Context: an optimization exercise on an open-source flow, tuned for a short achievable clock period and few clock cycles per item. The choices shown serve that exercise and are no tape-out recipe. In this exercise RTL edits were held to simulation tests only and were not proved equivalent to the original. Power and IR drop assume default switching activity.

==> inputs of v36 <==
==> flow/design.v <==
module slice_decoder (
    input  wire         clk,
    input  wire         rst,
    input  wire [127:0] in_units,
    input  wire [3:0]   in_avail,    
    output wire [3:0]   in_take,     
    input  wire         anchor_en,
    input  wire [31:0]  anchor_prev,
    output reg          dict_en0,
    output reg  [14:0]  dict_addr0,
    input  wire [31:0]  dict_rdata0,
    output reg          dict_en1,
    output reg  [14:0]  dict_addr1,
    input  wire [31:0]  dict_rdata1,
    output wire [1:0]   out_cnt,
    output wire [31:0]  out_word0,
    output wire [31:0]  out_word1,
    input  wire         out_ready
);
    localparam UB = 17;          
    localparam FA = 9;           
    localparam QD = 16;          
    wire flush = rst | anchor_en;
    integer i, k, t;
    reg [17:0] ub [0:UB-1];
    reg [UB:0] foh;              
    reg [UB-1:0] fgt;            
    reg        acc;              
    assign in_take = in_avail & {4{acc}};
    reg [8:0] toh;
    always @(*) begin
        for (t = 0; t < 9; t = t + 1)
            toh[t] = in_take == t;
    end
    reg [17:0] iu [0:7];
    reg [17:0] mv [0:UB+4];
    always @(*) begin
        for (k = 0; k < 8; k = k + 1)
            iu[k] = {in_units[16*k +: 6] != 6'd0,
                     in_units[16*k + 15] | in_units[16*k + 14],
                     in_units[16*k +: 16]};
        for (i = 0; i < UB + 5; i = i + 1) begin
            mv[i] = 18'd0;
            if (i < UB)
                mv[i] = {18{fgt[i]}} & ub[i];
            for (k = 0; k < 8; k = k + 1)
                if (i >= k && i - k <= FA)
                    mv[i] = mv[i] | ({18{foh[i - k]}} & iu[k]);
        end
    end
    reg [UB+5:0] aoh, agt;
    always @(*) begin
        for (i = 0; i < UB + 6; i = i + 1) begin
            aoh[i] = 1'b0;
            agt[i] = 1'b0;
            for (t = 0; t < 9; t = t + 1) begin
                if (i >= t && i - t <= UB)
                    aoh[i] = aoh[i] | (toh[t] & foh[i - t]);
                if (i < t)
                    agt[i] = agt[i] | toh[t];
                else if (i - t < UB)
                    agt[i] = agt[i] | (toh[t] & fgt[i - t]);
            end
        end
    end
    reg [6:0]  lrem;             
    reg        lz, l1;           
    reg        ok;               
    wire [15:0] u0 = ub[0][15:0];
    wire [15:0] u1 = ub[1][15:0];
    wire [15:0] u2 = ub[2][15:0];
    wire [15:0] u3 = ub[3][15:0];
    wire [15:0] u4 = ub[4][15:0];
    wire u0_hdr = ub[0][16];         
    wire u1_hdr = ub[1][16];
    wire u0_nz  = ub[0][17];         
    wire ok_l = ok & ~lz;
    wire ok_h = ok & lz & fgt[0];
    wire c_l4  = ok_l & ~l1 & fgt[3];                        
    wire c_l2  = ok_l & ~c_l4 & fgt[1];                      
    wire c_hh  = ok_h & u0_hdr & fgt[1] & u1_hdr;            
    wire c_hl  = ok_h & u0_hdr & fgt[1] & ~u1_hdr;           
    wire c_h1  = ok_h & u0_hdr & ~fgt[1];                    
    wire c_L5  = ok_h & ~u0_hdr & u0_nz & fgt[4];    
    wire c_L3  = ok_h & ~u0_hdr & ~c_L5 & fgt[2];            
    wire c_L1  = ok_h & ~u0_hdr & ~fgt[2];                   
    wire [5:0] c_oh;
    assign c_oh[1] = c_h1 | c_L1;
    assign c_oh[2] = c_l2 | c_hh | c_hl;
    assign c_oh[3] = c_L3;
    assign c_oh[4] = c_l4;
    assign c_oh[5] = c_L5;
    assign c_oh[0] = ~(|c_oh[5:1]);
    wire e0 = c_l4 | c_l2 | c_hh | c_hl | c_h1 | c_L5 | c_L3;   
    wire e1 = c_l4 | c_hh | c_L5;                           
    wire op_hdr = c_hh | c_hl | c_h1;                       
    wire [6:0] lrem_nx =
        c_l4 ? lrem - 7'd2 :
        c_l2 ? lrem - 7'd1 :
        c_hl ? {1'b0, u1[5:0]} + 7'd1 :
        c_L5 ? {1'b0, u0[5:0]} - 7'd1 :
        c_L3 ? {1'b0, u0[5:0]} :
        c_L1 ? {1'b0, u0[5:0]} + 7'd1 : lrem;
    reg [17:0] ub_nx [0:UB-1];
    reg [UB:0] foh_nx;
    reg [UB-1:0] fgt_nx;
    always @(*) begin
        for (i = 0; i < UB; i = i + 1) begin
            ub_nx[i] = 18'd0;
            fgt_nx[i] = 1'b0;
            for (k = 0; k < 6; k = k + 1) begin
                ub_nx[i] = ub_nx[i] | ({18{c_oh[k]}} & mv[i + k]);
                fgt_nx[i] = fgt_nx[i] | (c_oh[k] & agt[i + k]);
            end
        end
        for (i = 0; i <= UB; i = i + 1) begin
            foh_nx[i] = 1'b0;
            for (k = 0; k < 6; k = k + 1)
                foh_nx[i] = foh_nx[i] | (c_oh[k] & aoh[i + k]);
        end
    end
    reg        p1e0, p1e1, p1h;
    reg [31:0] p1v0, p1v1;
    reg        p2e0, p2e1;
    reg        p2d0, p2d1;       
    reg        p2r0, p2r1;       
    reg        p2z0, p2z1;       
    reg [31:0] p2v0, p2v1;
    reg [QD-1:0] qr;             
    reg [QD-1:0] qz;             
    reg [31:0]   qv [0:QD-1];    
    reg [QD:0]   qoh;            
    reg [QD-1:0] qwp, qrp;       
    reg [QD-1:0] qgt;            
    reg [4:0]    occ;            
    wire [31:0] in_v0 = p2d0 ? dict_rdata0 : p2v0;
    wire [31:0] in_v1 = p2d1 ? dict_rdata1 : p2v1;
    wire [1:0] pn = {1'b0, p2e0} + {1'b0, p2e1};
    reg [QD+2:0] qaoh, qagt;
    always @(*) begin
        for (i = 0; i < QD + 3; i = i + 1) begin
            qaoh[i] = (pn == 2'd0 && i <= QD && qoh[i]) ||
                      (pn == 2'd1 && i >= 1 && i - 1 <= QD && qoh[i - 1]) ||
                      (pn == 2'd2 && i >= 2 && i - 2 <= QD && qoh[i - 2]);
            qagt[i] = (pn == 2'd0 && i < QD && qgt[i]) ||
                      (pn == 2'd1 && (i < 1 || (i - 1 < QD && qgt[i - 1]))) ||
                      (pn == 2'd2 && (i < 2 || (i - 2 < QD && qgt[i - 2])));
        end
    end
    reg [13:0] rcnt;             
    reg        rge2, req1;       
    reg [31:0] last;
    reg [1:0]  ocnt;
    reg        oe;               
    reg [31:0] ow0, ow1;
    assign out_cnt   = ocnt;
    assign out_word0 = ow0;
    assign out_word1 = ow1;
    wire adv = out_ready | oe;
    reg        h0r, h1r, h0z;
    reg [31:0] h0, h1;
    always @(*) begin
        h0r = 1'b0; h1r = 1'b0; h0z = 1'b0; h0 = 32'd0; h1 = 32'd0;
        for (i = 0; i < QD; i = i + 1) begin
            h0r = h0r | (qrp[i] & qr[i]);
            h0z = h0z | (qrp[i] & qz[i]);
            h0  = h0  | ({32{qrp[i]}} & qv[i]);
            h1r = h1r | (qrp[i] & qr[(i + 1) % QD]);
            h1  = h1  | ({32{qrp[i]}} & qv[(i + 1) % QD]);
        end
    end
    wire h0v = qgt[0], h1v = qgt[1];
    wire [13:0] h0c = h0[13:0], h1c = h1[13:0];
    wire x_rr  = rge2;                                   
    wire x_r1  = ~rge2 & req1;                           
    wire x_n   = ~rge2 & ~req1 & h0v;                    
    wire x_r1h = x_r1 & h0v;
    wire x_nr2 = x_n & h0r & ~h0z;                       
    wire x_nr1 = x_n & h0r & h0z;                        
    wire x_nw  = x_n & ~h0r;                             
    wire x_n2  = (x_nr1 | x_nw) & h1v;                   
    wire en2 = x_rr | x_r1h | x_nr2 | x_n2;
    wire en1 = (x_r1 & ~h0v) | ((x_nr1 | x_nw) & ~h1v);
    wire pop1 = x_r1h | x_nr2 | ((x_nr1 | x_nw) & ~h1v);
    wire pop2 = x_n2;
    wire [31:0] w0 = x_nw ? h0 : last;
    wire w1_h0 = (x_r1h & ~h0r) | (x_nw & ~(h1v & ~h1r));
    wire w1_h1 = x_n2 & ~h1r;
    wire [31:0] w1 = w1_h1 ? h1 : w1_h0 ? h0 : last;
    wire rc_rr  = x_rr;                      
    wire rc_h0c = x_r1h & h0r;               
    wire rc_h0m = x_nr2;                     
    wire rc_h1c = x_n2 & h1r;                
    wire [13:0] rcnt_nx = rc_rr  ? rcnt - 14'd2 :
                          rc_h0c ? h0c :
                          rc_h0m ? h0c - 14'd1 :
                          rc_h1c ? h1c : 14'd0;
    wire h0c_hi = h0c[13:2] != 12'd0;
    wire h1c_hi = h1c[13:2] != 12'd0;
    wire rge2_nx = rc_rr  ? rcnt[13:2] != 12'd0 :
                   rc_h0c ? h0c_hi | h0c[1] :
                   rc_h0m ? h0c_hi | (h0c[1] & h0c[0]) :
                   rc_h1c ? h1c_hi | h1c[1] : 1'b0;
    wire req1_nx = rc_rr  ? rcnt[13:2] == 12'd0 && rcnt[1:0] == 2'd3 :
                   rc_h0c ? ~h0c_hi & h0c[1:0] == 2'd1 :
                   rc_h0m ? ~h0c_hi & h0c[1:0] == 2'd2 :
                   rc_h1c ? ~h1c_hi & h1c[1:0] == 2'd1 : 1'b0;
    wire pa1 = adv & pop1;
    wire pa2 = adv & pop2;
    wire pa0 = ~pa1 & ~pa2;
    reg [QD:0]   qoh_nx;
    reg [QD-1:0] qgt_nx;
    wire [QD-1:0] qwp1 = {qwp[QD-2:0], qwp[QD-1]};
    wire [QD-1:0] qwp2 = {qwp[QD-3:0], qwp[QD-1:QD-2]};
    wire [QD-1:0] qw0 = qwp & {QD{p2e0}};           
    wire [QD-1:0] qw1 = qwp1 & {QD{p2e1}};          
    always @(*) begin
        for (i = 0; i <= QD; i = i + 1)
            qoh_nx[i] = (pa0 & qaoh[i]) | (pa1 & qaoh[i + 1]) | (pa2 & qaoh[i + 2]);
        for (i = 0; i < QD; i = i + 1)
            qgt_nx[i] = (pa0 & qagt[i]) | (pa1 & qagt[i + 1]) | (pa2 & qagt[i + 2]);
    end
    wire [1:0] ne = {1'b0, e0} + {1'b0, e1};
    wire ole4 = occ <= QD - 4, ole3 = occ <= QD - 3, ole2 = occ <= QD - 2,
         ole1 = occ <= QD - 1, ole0 = occ <= QD;
    wire ok_p0 = e1 ? ole4 : e0 ? ole3 : ole2;
    wire ok_p1 = e1 ? ole3 : e0 ? ole2 : ole1;
    wire ok_p2 = e1 ? ole2 : e0 ? ole1 : ole0;
    wire ok_nx = pa2 ? ok_p2 : pa1 ? ok_p1 : ok_p0;
    wire [4:0] occ_m2 = occ - 5'd2, occ_m1 = occ - 5'd1,
               occ_p1 = occ + 5'd1, occ_p2 = occ + 5'd2;
    wire [4:0] occ_q0 = e1 ? occ_p2 : e0 ? occ_p1 : occ;      
    wire [4:0] occ_q1 = e1 ? occ_p1 : e0 ? occ : occ_m1;      
    wire [4:0] occ_q2 = e1 ? occ : e0 ? occ_m1 : occ_m2;      
    always @(posedge clk) begin
        for (i = 0; i < UB; i = i + 1)
            ub[i] <= ub_nx[i];
        p1v0 <= c_l4 | c_l2 ? {u1, u0} : op_hdr ? {16'd0, u0} : {u2, u1};
        p1v1 <= c_l4 ? {u3, u2} : c_hh ? {16'd0, u1} : {u4, u3};
        p1h  <= op_hdr;
        dict_addr0 <= u0[14:0];
        dict_addr1 <= u1[14:0];
        p2v0 <= p1v0;
        p2v1 <= p1v1;
        p2d0 <= p1h & p1v0[15];
        p2d1 <= p1h & p1v1[15];
        p2r0 <= p1h & ~p1v0[15] & p1v0[14];
        p2r1 <= p1h & ~p1v1[15] & p1v1[14];
        p2z0 <= p1v0[13:0] == 14'd0;
        p2z1 <= p1v1[13:0] == 14'd0;
        for (i = 0; i < QD; i = i + 1) begin
            if (qw0[i]) begin
                qv[i] <= in_v0; qr[i] <= p2r0; qz[i] <= p2z0;
            end
            if (qw1[i]) begin
                qv[i] <= in_v1; qr[i] <= p2r1; qz[i] <= p2z1;
            end
        end
        if (flush) begin
            foh  <= {{UB{1'b0}}, 1'b1};
            fgt  <= {UB{1'b0}};
            acc  <= 1'b1;
            lrem <= 7'd0;
            lz   <= 1'b1;
            l1   <= 1'b0;
            ok   <= 1'b1;
            p1e0 <= 1'b0;
            p1e1 <= 1'b0;
            p2e0 <= 1'b0;
            p2e1 <= 1'b0;
            dict_en0 <= 1'b0;
            dict_en1 <= 1'b0;
            qoh  <= {{QD{1'b0}}, 1'b1};
            qwp  <= {{(QD-1){1'b0}}, 1'b1};
            qrp  <= {{(QD-1){1'b0}}, 1'b1};
            qgt  <= {QD{1'b0}};
            occ  <= 5'd0;
            rcnt <= 14'd0;
            rge2 <= 1'b0;
            req1 <= 1'b0;
            ocnt <= 2'd0;
            oe   <= 1'b1;
            last <= rst ? 32'd0 : anchor_prev;
        end else begin
            foh  <= foh_nx;
            fgt  <= fgt_nx;
            acc  <= ~fgt_nx[FA];
            lrem <= lrem_nx;
            lz   <= lrem_nx == 7'd0;
            l1   <= lrem_nx == 7'd1;
            ok   <= ok_nx;
            p1e0 <= e0;
            p1e1 <= e1;
            p2e0 <= p1e0;
            p2e1 <= p1e1;
            dict_en0 <= op_hdr & u0[15];
            dict_en1 <= c_hh & u1[15];
            qoh  <= qoh_nx;
            qwp  <= p2e1 ? qwp2 : p2e0 ? qwp1 : qwp;
            qrp  <= pa2 ? {qrp[QD-3:0], qrp[QD-1:QD-2]} :
                    pa1 ? {qrp[QD-2:0], qrp[QD-1]} : qrp;
            qgt  <= qgt_nx;
            occ  <= pa2 ? occ_q2 : pa1 ? occ_q1 : occ_q0;
            if (adv) begin
                ocnt <= {en2, en1};
                oe   <= ~en2 & ~en1;
                ow0  <= w0;
                ow1  <= w1;
                rcnt <= rcnt_nx;
                rge2 <= rge2_nx;
                req1 <= req1_nx;
                if (en2) last <= w1;
                else if (en1) last <= w0;
            end
        end
    end
endmodule
==> flow/run.sh <==
#!/bin/bash
# synth_recipe.tcl (not shown) runs the flow's synth.tcl, then flattens the netlist and writes it again
# the make line also repeats each setting of config.mk as NAME=value (left out here)
make -C /OpenROAD-flow-scripts/flow DESIGN_CONFIG=/design/flow/config.mk WORK_HOME=/design/flow/orfs CLKGATE_MAP_FILE= SYNTH_SCRIPT=/design/flow/synth_recipe.tcl finish
==> flow/config.mk <==
export PLATFORM = sky130hd
export DESIGN_NAME = slice_decoder
export DESIGN_NICKNAME = slice_decoder
export VERILOG_FILES = /design/flow/design.v
export SDC_FILE = /design/flow/constraint.sdc
export NUM_CORES = 4
export LEC_CHECK = 0
export ABC_CLOCK_PERIOD_IN_PS = 2200
export CAP_MARGIN = 20
export CELL_PAD_IN_SITES_DETAIL_PLACEMENT = 1
export CELL_PAD_IN_SITES_GLOBAL_PLACEMENT = 1
export CORE_MARGIN = 2
export CORE_UTILIZATION = 20
export PLACE_DENSITY = 0.45
export SETUP_SLACK_MARGIN = 2.6
export SLEW_MARGIN = 20
==> flow/constraint.sdc <==
create_clock -name core_clock -period 5.0 [get_ports {clk}]
set_input_delay 1.0000 -clock core_clock [delete_from_list [all_inputs] [get_ports {clk}]]
set_output_delay 1.0000 -clock core_clock [all_outputs]
set_load 0.01 [all_outputs]
==> inputs of v1, as changes to v36 <==
--- a/flow/design.v
+++ b/flow/design.v
@@ -19,5 +19,5 @@
 );
-    localparam UB = 17;          
-    localparam FA = 9;           
-    localparam QD = 16;          
+    localparam UB = 23;          
+    localparam FA = 15;          
+    localparam QD = 12;          
     wire flush = rst | anchor_en;
@@ -29,2 +29,4 @@
     assign in_take = in_avail & {4{acc}};
+    reg [17:0] stg [0:7];
+    reg [3:0]  tkq;              
     reg [8:0] toh;
@@ -32,11 +34,6 @@
         for (t = 0; t < 9; t = t + 1)
-            toh[t] = in_take == t;
+            toh[t] = tkq == t;
     end
-    reg [17:0] iu [0:7];
     reg [17:0] mv [0:UB+4];
     always @(*) begin
-        for (k = 0; k < 8; k = k + 1)
-            iu[k] = {in_units[16*k +: 6] != 6'd0,
-                     in_units[16*k + 15] | in_units[16*k + 14],
-                     in_units[16*k +: 16]};
         for (i = 0; i < UB + 5; i = i + 1) begin
@@ -47,3 +44,3 @@
                 if (i >= k && i - k <= FA)
-                    mv[i] = mv[i] | ({18{foh[i - k]}} & iu[k]);
+                    mv[i] = mv[i] | ({18{foh[i - k]}} & stg[k]);
         end
@@ -127,2 +124,3 @@
     reg        p2z0, p2z1;       
+    reg        p2h0, p2h1;       
     reg [31:0] p2v0, p2v1;
@@ -130,2 +128,3 @@
     reg [QD-1:0] qz;             
+    reg [QD-1:0] qh;             
     reg [31:0]   qv [0:QD-1];    
@@ -160,13 +159,36 @@
     reg        h0r, h1r, h0z;
+    reg        h0h, h1h;
     reg [31:0] h0, h1;
+    reg [3:0]  er, ez;           
     always @(*) begin
-        h0r = 1'b0; h1r = 1'b0; h0z = 1'b0; h0 = 32'd0; h1 = 32'd0;
+        h0h = 1'b0; h1h = 1'b0; h0 = 32'd0; h1 = 32'd0;
+        er = 4'd0; ez = 4'd0;
         for (i = 0; i < QD; i = i + 1) begin
-            h0r = h0r | (qrp[i] & qr[i]);
-            h0z = h0z | (qrp[i] & qz[i]);
+            h0h = h0h | (qrp[i] & qh[i]);
+            h1h = h1h | (qrp[i] & qh[(i + 1) % QD]);
             h0  = h0  | ({32{qrp[i]}} & qv[i]);
-            h1r = h1r | (qrp[i] & qr[(i + 1) % QD]);
             h1  = h1  | ({32{qrp[i]}} & qv[(i + 1) % QD]);
+            for (k = 0; k < 4; k = k + 1) begin
+                er[k] = er[k] | (qrp[i] & qr[(i + k) % QD]);
+                ez[k] = ez[k] | (qrp[i] & qz[(i + k) % QD]);
+            end
         end
     end
+    reg [3:0] fr, fz;
+    always @(*) begin
+        fr = 4'd0; fz = 4'd0;
+        for (k = 0; k < 4; k = k + 1)
+            for (i = 0; i <= QD; i = i + 1) begin
+                if (k < i) begin
+                    fr[k] = fr[k] | (qoh[i] & er[k]);
+                    fz[k] = fz[k] | (qoh[i] & ez[k]);
+                end else if (k == i) begin
+                    fr[k] = fr[k] | (qoh[i] & p2r0);
+                    fz[k] = fz[k] | (qoh[i] & p2z0);
+                end else if (k == i + 1) begin
+                    fr[k] = fr[k] | (qoh[i] & p2r1);
+                    fz[k] = fz[k] | (qoh[i] & p2z1);
+                end
+            end
+    end
     wire h0v = qgt[0], h1v = qgt[1];
@@ -195,6 +217,6 @@
                           rc_h0c ? h0c :
-                          rc_h0m ? h0c - 14'd1 :
+                          rc_h0m ? h0[27:14] :
                           rc_h1c ? h1c : 14'd0;
-    wire h0c_hi = h0c[13:2] != 12'd0;
-    wire h1c_hi = h1c[13:2] != 12'd0;
+    wire h0c_hi = h0h;
+    wire h1c_hi = h1h;
     wire rge2_nx = rc_rr  ? rcnt[13:2] != 12'd0 :
@@ -237,2 +259,6 @@
             ub[i] <= ub_nx[i];
+        for (k = 0; k < 8; k = k + 1)
+            stg[k] <= {in_units[16*k +: 6] != 6'd0,
+                       in_units[16*k + 15] | in_units[16*k + 14],
+                       in_units[16*k +: 16]};
         p1v0 <= c_l4 | c_l2 ? {u1, u0} : op_hdr ? {16'd0, u0} : {u2, u1};
@@ -242,4 +268,4 @@
         dict_addr1 <= u1[14:0];
-        p2v0 <= p1v0;
-        p2v1 <= p1v1;
+        p2v0 <= p1h & ~p1v0[15] ? {4'd0, p1v0[13:0] - 14'd1, p1v0[13:0]} : p1v0;
+        p2v1 <= p1h & ~p1v1[15] ? {4'd0, p1v1[13:0] - 14'd1, p1v1[13:0]} : p1v1;
         p2d0 <= p1h & p1v0[15];
@@ -250,8 +276,10 @@
         p2z1 <= p1v1[13:0] == 14'd0;
+        p2h0 <= p1v0[13:2] != 12'd0;
+        p2h1 <= p1v1[13:2] != 12'd0;
         for (i = 0; i < QD; i = i + 1) begin
             if (qw0[i]) begin
-                qv[i] <= in_v0; qr[i] <= p2r0; qz[i] <= p2z0;
+                qv[i] <= in_v0; qr[i] <= p2r0; qz[i] <= p2z0; qh[i] <= p2h0;
             end
             if (qw1[i]) begin
-                qv[i] <= in_v1; qr[i] <= p2r1; qz[i] <= p2z1;
+                qv[i] <= in_v1; qr[i] <= p2r1; qz[i] <= p2z1; qh[i] <= p2h1;
             end
@@ -262,2 +290,3 @@
             acc  <= 1'b1;
+            tkq  <= 4'd0;
             lrem <= 7'd0;
@@ -273,2 +302,5 @@
             qoh  <= {{QD{1'b0}}, 1'b1};
+            h0r  <= 1'b0;
+            h0z  <= 1'b0;
+            h1r  <= 1'b0;
             qwp  <= {{(QD-1){1'b0}}, 1'b1};
@@ -286,3 +318,4 @@
             fgt  <= fgt_nx;
-            acc  <= ~fgt_nx[FA];
+            acc  <= acc ? ~agt[FA - 8] : ~agt[FA];   
+            tkq  <= in_take;
             lrem <= lrem_nx;
@@ -298,2 +331,5 @@
             qoh  <= qoh_nx;
+            h0r  <= pa2 ? fr[2] : pa1 ? fr[1] : fr[0];
+            h0z  <= pa2 ? fz[2] : pa1 ? fz[1] : fz[0];
+            h1r  <= pa2 ? fr[3] : pa1 ? fr[2] : fr[1];
             qwp  <= p2e1 ? qwp2 : p2e0 ? qwp1 : qwp;
ABC_CLOCK_PERIOD_IN_PS = 1800   (was 2200)
CORE_UTILIZATION = 30   (was 20)
CTS_CLUSTER_DIAMETER = 100   (was not set)
CTS_CLUSTER_SIZE = 20   (was not set)
PLACE_DENSITY = 0.5   (was 0.45)
==> summary of the runs <==
In v1 the clock skew is lower than in v36, by 0.014 ns.
Of v1 and v36, v1 has the higher via count (gap 17%, measured against v36).
Of v1 and v36, v36 has the higher clock power (gap about 30%, measured against v36).
Of v1 and v36, v36 has the higher count of clock-buffer cells in the layout (gap 106).
Between v36 and v1, the lower register-to-register slack is in v36 (gap 0.56 ns).
Between v36 and v1, the lower total power is in v1 (gap about 4%, measured against v1).
==> figures <==
metric	v1	v36
Origin of the worst setup path	foh[10]	qrp[0]
Flops & latches, synth	1385	1235
Time the final worst path needs with I/O delays and setup	2.58 ns	3.14 ns
Post-synthesis mux area share	3.08%	3.57%
Synthesized netlist cell count	9420	7833
Via count of the first global-routing pass	84700	73100
Final Cell Area	97200 um2	94200 um2
Wire length of the first global-routing pass	657 mm	607 mm
Tightest Pin Transition	1.36 ns	1.02 ns
Capturing point of the worst reg2reg path	ub[12][9]	rcnt[13]
Result of the run	finished clean	finished clean
Largest voltage drop on the vdd net	0.000277 V	0.000230 V
Comb pwr	4.88 mW	4.27 mW
Testbench counts of v36, summed over its fixed seeds: cycles 59,756, words 119,345.
Testbench counts of v1, summed over its fixed seeds: cycles 60,044, words 119,345.

[separate check: timing with driven ports]
How much do the figures lean on ideal ports? The routed layouts below were timed once more, with nothing changed but the port constraints. Step 1: set_driving_cell puts a clkbuf_16 on clk and a buf_2 on each other input, an assumption about the parent block. Step 2 also shifts input and output timing later by t, the mid clock arrival at the registers, as if the neighbouring blocks saw the same clock. a / b / c = no drivers / after step 1 / after step 2; a / b = the first two.
run	t (ns)	setup slack, ns	worst data-port slew with drivers (ns)	cell pins on the clock port's net
v36	0.981	1.862 / 1.862 / 1.503	0.21	1
v1	0.905	2.422 / 2.422 / 1.828	0.17	1
After both steps every run listed still meets setup and hold. For v1, which loses most, drivers alone change the setup slack by 0.000 ns; drivers and shift together by -0.594 ns.
